What follows belongs to an exercise in optimizing a design on an open flow for small area, a short achievable clock period and few clock cycles; a production flow would make more cautious choices.
RTL that was checked went through simulation tests only; none was proved equivalent to the original.

## run Y
// dec_unit
module dec_unit (
    input  wire         clk,
    input  wire         rst,         
    input  wire         in_valid,
    output wire         in_ready,
    input  wire [2:0]   op,          
    input  wire [2:0]   size,        
    input  wire [2:0]   dmode,       
    input  wire [4:0]   digits,      
    input  wire [127:0] a,           
    input  wire [127:0] m,           
    output reg          out_valid,
    output reg  [127:0] result,
    output reg  [127:0] breakage,
    output reg          flag_n,
    output reg          flag_z,
    output reg          flag_c,
    output reg          flag_v,
    output reg          dov,
    output reg          ddata
);
    localparam OP_DAD  = 3'd0, OP_DSB  = 3'd1, OP_DMUL = 3'd2, OP_DRND = 3'd3,
               OP_DCMP = 3'd4, OP_DVAL = 3'd5, OP_DCVB = 3'd6, OP_BCVD = 3'd7;
    function [3:0] m5;
        input [3:0] d;
        begin
            m5[3] = d[3] | (d[2] & (d[1] | d[0]));
            m5[2] = (d[2] & ~d[1] & ~d[0]) | (d[3] & d[0]);
            m5[1] = (d[1] & d[0]) | (d[1] & ~d[2]) | (d[3] & ~d[0]);
            m5[0] = (d[0] & ~d[2] & ~d[3]) | (d[2] & d[1] & ~d[0]) | (d[3] & ~d[0]);
        end
    endfunction
    function [159:0] bcd_add;    
        input [127:0] x;
        input [127:0] y;
        input         cin;
        integer k;
        reg [4:0]  z;
        reg [3:0]  h, hm;
        reg [31:0] g, p;
        reg [32:0] c;
        reg [31:0] gg, pp;
  ...
Settings: LEC_CHECK=0, ABC_AREA=1, CAP_MARGIN=30, CORE_MARGIN=2, CORE_UTILIZATION=40, PLACE_DENSITY=0.6, SLEW_MARGIN=30; clock period 80.0 ns.
standard.sh (not shown) runs the stock make flow with config.mk's settings and CLKGATE_MAP_FILE= SYNTH_SCRIPT=/design/flow/synth_recipe.tcl, a recipe that flattens the netlist after the stock synthesis.
==> flow/flow/run.sh <==
#!/bin/bash
# The standard layout (the standard.sh, unchanged synthesis and steps), with
# one change: the port buffers that global placement inserts on every input and
# output are sky130_fd_sc_hd__buf_2 cells instead of the delay buffers
# (clkdlybuf4s50_1) that buffer_ports picks by default. The make output goes to
# standard.log; each ORFS step writes its own log under orfs/logs/.
set -euo pipefail
export BUFFER_PORTS_ARGS="-buffer_cell sky130_fd_sc_hd__buf_2"
bash standard.sh > standard.log 2>&1
For run M, these inputs were changed with respect to run Y:
--- a/flow/design.v
+++ b/flow/design.v
@@ -497,21 +497,21 @@
     always @* begin
         for (ci = 0; ci < 7; ci = ci + 1)
             blk_c[ci] = |Ac[16*ci +: 16];
         blk_c[7] = |Ac[123:112];
         blk_c[7:4] = blk_c[7:4] & {4{ext}};
     end
-    wire [7:0] tb_in = is_bcvd ? blk_b : blk_c;
+    wire [7:0] tb_in = blk_b;
     reg  [2:0] top;
     integer ti;
     always @* begin
         top = 3'd0;
         for (ti = 1; ti < 8; ti = ti + 1)
             if (tb_in[ti]) top = ti[2:0];
     end
-    wire [2:0] blk  = first ? top : ptr;
+    wire [2:0] blk  = (first & is_bcvd) ? top : ptr;    
     wire       last = (blk == 3'd0);
     wire [7:0]  bbyte = bsrc[{blk, 3'b000} +: 8];
     wire [75:0] dd0   = first ? 76'd0 : result[79:4];
     wire [75:0] dd1 = dabble(dd0, bbyte[7]);
     wire [75:0] dd2 = dabble(dd1, bbyte[6]);
     wire [75:0] dd3 = dabble(dd2, bbyte[5]);
@@ -589,20 +589,20 @@
             pnz_a[pi] = |a[4*pi+4 +: 4];
             pnz_m[pi] = |m[4*pi+4 +: 4];
         end
     end
     wire [30:0] psz = {{16{size >= 3'd4}}, {8{size >= 3'd3}}, {4{size >= 3'd2}},
                        {2{size != 3'd0}}, 1'b1};
-    wire zm_1  = |pnz_m[2:1],  za_1 = |pnz_a[2:1];
-    wire zm_2  = |pnz_m[6:3],  za_2 = |pnz_a[6:3];
-    wire zm_3  = |pnz_m[14:7], za_3 = |pnz_a[14:7];
-    wire zm_4  = |pnz_m[30:15], za_4 = |pnz_a[30:15];
-    wire m_hi  = (psz[1] & zm_1) | (psz[3] & zm_2) | (psz[7] & zm_3) | (psz[15] & zm_4);
-    wire a_any = pnz_a[0] | (psz[1] & za_1) | (psz[3] & za_2) | (psz[7] & za_3) | (psz[15] & za_4);
-    wire p_mul  = ~m_hi & (a_any | ~pnz_m[0]);
-    wire p_cvb  = ~|pnz_a[14:4] & ~((size == 3'd4) & |pnz_a[30:15]);
+    wire p_mul  = ~|(pnz_m[30:1] & psz[30:1]) & (|(pnz_a & psz) | ~pnz_m[0]);
+    wire [30:0] cz_a = pnz_a & {{16{size == 3'd4}}, 15'h7fff};
+    wire [7:0]  cvb_blk = {|cz_a[30:28], |cz_a[27:24], |cz_a[23:20], |cz_a[19:16],
+                           |cz_a[15:12], |cz_a[11:8], |cz_a[7:4], |cz_a[3:0]};
+    wire [2:0]  cvb_top = cvb_blk[7] ? 3'd7 : cvb_blk[6] ? 3'd6 : cvb_blk[5] ? 3'd5 :
+                          cvb_blk[4] ? 3'd4 : cvb_blk[3] ? 3'd3 : cvb_blk[2] ? 3'd2 :
+                          cvb_blk[1] ? 3'd1 : 3'd0;
+    wire p_cvb  = ~|cvb_blk[7:1];
     wire p_bcvd = a[63] ? (&a[63:8] & |a[7:0]) : ~|a[63:8];
     wire short_in = (op == OP_DMUL) ? p_mul : (op == OP_DCVB) ? p_cvb : p_bcvd;
     always @(posedge clk) begin
         if (rst) begin
             v1        <= 1'b0;
             rdy       <= 1'b1;
@@ -653,13 +653,13 @@
         if (rdy)
             m1 <= m;
         else if (swap)
             m1 <= {X, a1[3:0]};
         else
             m1 <= skip ? {8'd0, Y[123:8], m1[3:0]} : {4'd0, Y[123:4], m1[3:0]};
-        ptr    <= blk - 3'd1;
+        ptr    <= rdy ? cvb_top : blk - 3'd1;
         if (~rdy & is_mul & ~swap) begin
             zm3  <= 1'b1;
             zm7  <= 1'b1;
             zm15 <= 1'b1;
             zm31 <= 1'b1;
         end
### Flow results
On synthesis-to-layout area growth: between run Y and run M, it ends up lower for run Y. When run M is set beside run Y, its final clock period utilization by the worst path turns out to be 0.54 points smaller. Run M improves on run Y in achievable clock frequency. Diff run Y -> run M: count of standard-cell rows higher, final cell count without fillers shows an increase of 70. Taking run Y as the reference point, the global-route usage over all layers of run M rises by 0.63 points. Looking at maximum number of pins on one net before global-route repair, run M sits 3.3% below run Y. Between run Y and run M, the flow reports total of clock buffers placed in the layout increasing by a few percent. Relative to run Y, final critical path time including I/O delays and setup has gone down in run M.
No functional check of the RTL was part of any run of this note.

---

build 41:
Another version of the RTL of dec_unit (not shown whole).
clock: 80.0 ns
lec_check: 0
abc_area: 1
cap_margin: 30
core_margin: 2
core_utilization: 40
place_density: 0.6
slew_margin: 30
Scripts as last shown in full above: flow/flow/run.sh
The following lists how trial 34 was set up differently from build 41:
diff --git a/flow/design.v b/flow/design.v
--- a/flow/design.v
+++ b/flow/design.v
@@ -481,17 +481,19 @@
     wire         a_sneg  = a_neg & ~a_zero;
     wire         m_sneg  = m_neg & ~m_zero;
     wire         mag_eq  = ~rnz;
     wire         cmp_eq  = (a_zero & m_zero) | ((a_sneg == m_sneg) & mag_eq);
     wire         cmp_lt  = ~cmp_eq & ((a_sneg & ~m_sneg) |
                                       ((a_sneg == m_sneg) & (a_sneg ? ge : ~ge)));
     wire         cmp_gt  = ~cmp_eq & ~cmp_lt;
     wire done      = trap | (is_mul ? (~swap & ~|nz_m[30:1]) : ((is_cvb | is_bcvd) ? last : 1'b1));
-    wire done_next = is_mul ? (swap ? ~|nz_a[30:1] : ~|nz_m[30:2]) : (blk == 3'd1);
+    wire skip      = ~nz_m[1];
+    wire done_next = is_mul ? (swap ? ~|nz_a[30:1] : skip ? ~|nz_m[30:3] : ~|nz_m[30:2]) :
+                              (blk == 3'd1);
     wire accept    = in_valid & rdy;
     wire multi_in  = (op == OP_DMUL) | (op == OP_DCVB) | (op == OP_BCVD);
     always @(posedge clk) begin
         if (rst) begin
             v1        <= 1'b0;
             rdy       <= 1'b1;
             out_valid <= 1'b0;
             first     <= 1'b0;
@@ -523,26 +525,26 @@
             n15     <= in_n15;
             n31     <= in_n31;
             dm1 <= dmode;
             dg1 <= digits;
             a1  <= a;
         end else if (swap) begin
             a1 <= {Y, m1[3:0]};
         end else if (is_mul) begin
-            a1[127:4] <= {X[119:0], 4'd0};
+            a1[127:4] <= skip ? {X[115:0], 8'd0} : {X[119:0], 4'd0};
         end
         if (rdy)
             m1 <= m;
         else if (swap)
             m1 <= {X, a1[3:0]};
         else
-            m1 <= {4'd0, Y[123:4], m1[3:0]};
+            m1 <= skip ? {8'd0, Y[123:8], m1[3:0]} : {4'd0, Y[123:4], m1[3:0]};
         ptr    <= blk - 3'd1;
-        a_lost <= (a_lost & ~first) | (|X[123:120]);
+        a_lost <= (a_lost & ~first) | (|X[123:120]) | (skip & |X[119:116]);
     end
     always @(posedge clk) begin
         if (is_cvb)
             result <= {64'd0, bin1};
         else if (is_bcvd)
             result <= {48'd0, dd8, bneg ? 4'hD : 4'hC};
         else
             result <= {rmag, rsign};
[summary]
Trial 34 completed; timing, DRC and antenna clean. Trial 34 vs build 41, worst setup path endpoint: flag_n vs flag_z. On HPWL after detailed placement, trial 34 does worse than build 41. Looking only at first-pass GRT wire length, and setting everything else aside, the lower value of trial 34 and build 41 goes to build 41. Inverter count went up by a few percent going from build 41 to trial 34. Trial 34 -> build 41: max-capacitance violation count flat.
Testbench counts of trial 34, summed over its fixed seeds: cycles 6,086.
Only the layout flow was run in build 41; the RTL was not checked for function there.

---

## oak
dec_unit, a different RTL version from the one above (not shown whole).
Size in the first run: roughly 13,000 cells after synthesis, ~550 flip-flops, ~540 I/O pins, ~83,000 um2 of cells after synthesis.
Settings: LEC_CHECK=0, ABC_AREA=1, CAP_MARGIN=30, CORE_MARGIN=2, CORE_UTILIZATION=40, PLACE_DENSITY=0.6, SLEW_MARGIN=30; clock period 80.0 ns.
Scripts as last shown in full above: flow/flow/run.sh
Input-level comparison between pine and oak:
--- a/flow/design.v
+++ b/flow/design.v
@@ -436,39 +436,48 @@
         case (dm1)
             3'd1:    up_m = 1'b0;
             3'd2:    up_m = ~a_neg & rem_nz;
             3'd3:    up_m = a_neg & rem_nz;
             3'd4:    up_m = h_ge;
             default: up_m = h_gt | (h_eq & lo_odd);
         endcase
     end
     wire up = up_m & d_lt_n & is_rnd;
     wire [3:0]   dig  = Y[3:0];
     wire [127:0] x1   = {4'd0, X};
     wire [127:0] x2   = bcd_dbl(x1);
-    wire [127:0] x4   = bcd_dbl(x2);
     wire [127:0] x5   = bcd_x5(x1);
-    reg  [127:0] mp1, mp2;
+    wire [127:0] x10  = {X, 4'd0};
+    reg  [127:0] mp1, mpm;
+    reg          mneg;
+    integer ni;
     always @* begin
         case (dig)
-            4'd1, 4'd3:       mp1 = x1;
-            4'd4, 4'd6, 4'd8: mp1 = x4;
-            4'd5, 4'd7, 4'd9: mp1 = x5;
-            default:          mp1 = 128'd0;
+            4'd3, 4'd4, 4'd5, 4'd6, 4'd7: mp1 = x5;
+            4'd8, 4'd9:                   mp1 = x10;
+            default:                      mp1 = 128'd0;
         endcase
         case (dig)
-            4'd2, 4'd3, 4'd6, 4'd7: mp2 = x2;
-            4'd8, 4'd9:             mp2 = x4;
-            default:                mp2 = 128'd0;
+            4'd1, 4'd4, 4'd6, 4'd9: mpm = x1;
+            4'd2, 4'd3, 4'd7, 4'd8: mpm = x2;
+            default:                mpm = 128'd0;
         endcase
+        mneg = (dig == 4'd3) | (dig == 4'd4) | (dig == 4'd8) | (dig == 4'd9);
+    end
+    reg  [127:0] mp2;
+    always @* begin
+        for (ni = 0; ni < 32; ni = ni + 1)
+            mp2[4*ni +: 4] = mneg ? {~(mpm[4*ni+3] | mpm[4*ni+2] | mpm[4*ni+1]),
+                                     mpm[4*ni+2] ^ mpm[4*ni+1], mpm[4*ni+1], ~mpm[4*ni]}
+                                  : mpm[4*ni +: 4];
     end
     wire subm   = is_cmp | (a_neg ^ m_neg ^ is_dsb);
     wire [123:0] nX = nines(X);
     wire [123:0] nY = nines(Y);
     wire         bneg  = a1[63];
     reg  [63:0]  bsrc;
     reg          bseen;
     integer bk;
     always @* begin
         bseen = 1'b0;
         for (bk = 0; bk < 64; bk = bk + 1) begin
             bsrc[bk] = a1[bk] ^ (bneg & bseen);
@@ -504,25 +513,25 @@
     wire [75:0] dd0   = first ? 76'd0 : result[79:4];
     wire [75:0] dd1 = dabble(dd0, bbyte[7]);
     wire [75:0] dd2 = dabble(dd1, bbyte[6]);
     wire [75:0] dd3 = dabble(dd2, bbyte[5]);
     wire [75:0] dd4 = dabble(dd3, bbyte[4]);
     wire [75:0] dd5 = dabble(dd4, bbyte[3]);
     wire [75:0] dd6 = dabble(dd5, bbyte[2]);
     wire [75:0] dd7 = dabble(dd6, bbyte[1]);
     wire [75:0] dd8 = dabble(dd7, bbyte[0]);
     wire [123:0] acc = first ? 124'd0 : result[127:4];
     wire [127:0] p2  = is_mul ? mp1 : {4'd0, nX & (is_rnd ? dmask : {124{1'b1}})};
     wire [127:0] q2  = is_mul ? mp2 : {4'd0, Y & {124{~is_rnd}}};
-    wire [159:0] s2x = bcd_add(p2, q2, ~is_mul);
+    wire [159:0] s2x = bcd_add(p2, q2, is_mul ? mneg : 1'b1);
     wire [127:0] s2  = s2x[127:0];
     wire [127:0] p1  = is_mul  ? {4'd0, acc} :
                                  {4'd0, X & (is_rnd ? ~dmask : {124{1'b1}})};
     wire [127:0] q1  = is_mul ? s2 :
                        (({128{addsub}} & {4'd0, subm ? nY : Y}) |
                         ({128{up}} & u_vec));
     wire         c1  = addsub & subm;
     wire [159:0] s1x = bcd_add(p1, q1, c1);
     wire [127:0] s1  = s1x[127:0];
     wire [31:0]  s1z = s1x[159:128];                 
     wire [127:0] Xc    = {4'd0, Ac};
     wire [15:0]  chunk = Xc[{blk, 4'b0000} +: 16];
==> comparison <==
oak → pine: path depth of the worst reg2reg path now smaller, total wire length lower, global-route usage lost 3.3 points, placed standard-cell area moved down. Comparing pine against oak, there is no change at all in total I/O pin count. The lower worst setup slack came out of oak. oak has a higher instance count of the mapped netlist than pine. pine gives more fmax than oak did. On headroom to the max-slew limit: pine sits above oak. In pine, the cell area came out 1100 um2 below the value in oak. Diff oak -> pine: non-clock buffer count decreased about 5.4%; die area decreased 1.0%.
Testbench counts of pine, summed over its fixed seeds: cycles 5,902.
No functional check of the RTL was part of oak.

[separate check: timing with driven ports]
No port has a modelled driver above. Below, the same layouts with a new extraction and two added sets of constraints. Step 1 assumes that a clkbuf_16 drives the clock port and a buf_2 every other input. Step 2 moves the port delays by t, midway between the first and last clock arrival at a register: inputs arrive t later, outputs are due t later. That takes back most of the time a late clock gives input paths. a / b / c = ideal ports / drivers / drivers and shift; a / b = the first two.
run | t, ns | setup WS [ns] | worst register clock-pin slew, ns
run Y | 0.851 | 61.024 / 61.024 / 60.698 | 0.08 / 0.08
run M | 0.857 | 61.453 / 61.536 / 60.679 | 0.08 / 0.08
build 41 | 0.869 | 59.685 / 59.685 / 59.685 | 0.09 / 0.09
trial 34 | 0.907 | 61.789 / 61.789 / 61.789 | 0.08 / 0.08
oak | 0.865 | 61.817 / 61.894 / 61.029 | 0.09 / 0.09
pine | 0.887 | 61.918 / 61.970 / 61.115 | 0.10 / 0.10
After both steps setup and hold are still met in every run listed. The setup slack of pine, which loses most, moves by +0.052 ns with the drivers and by -0.803 ns with both steps.
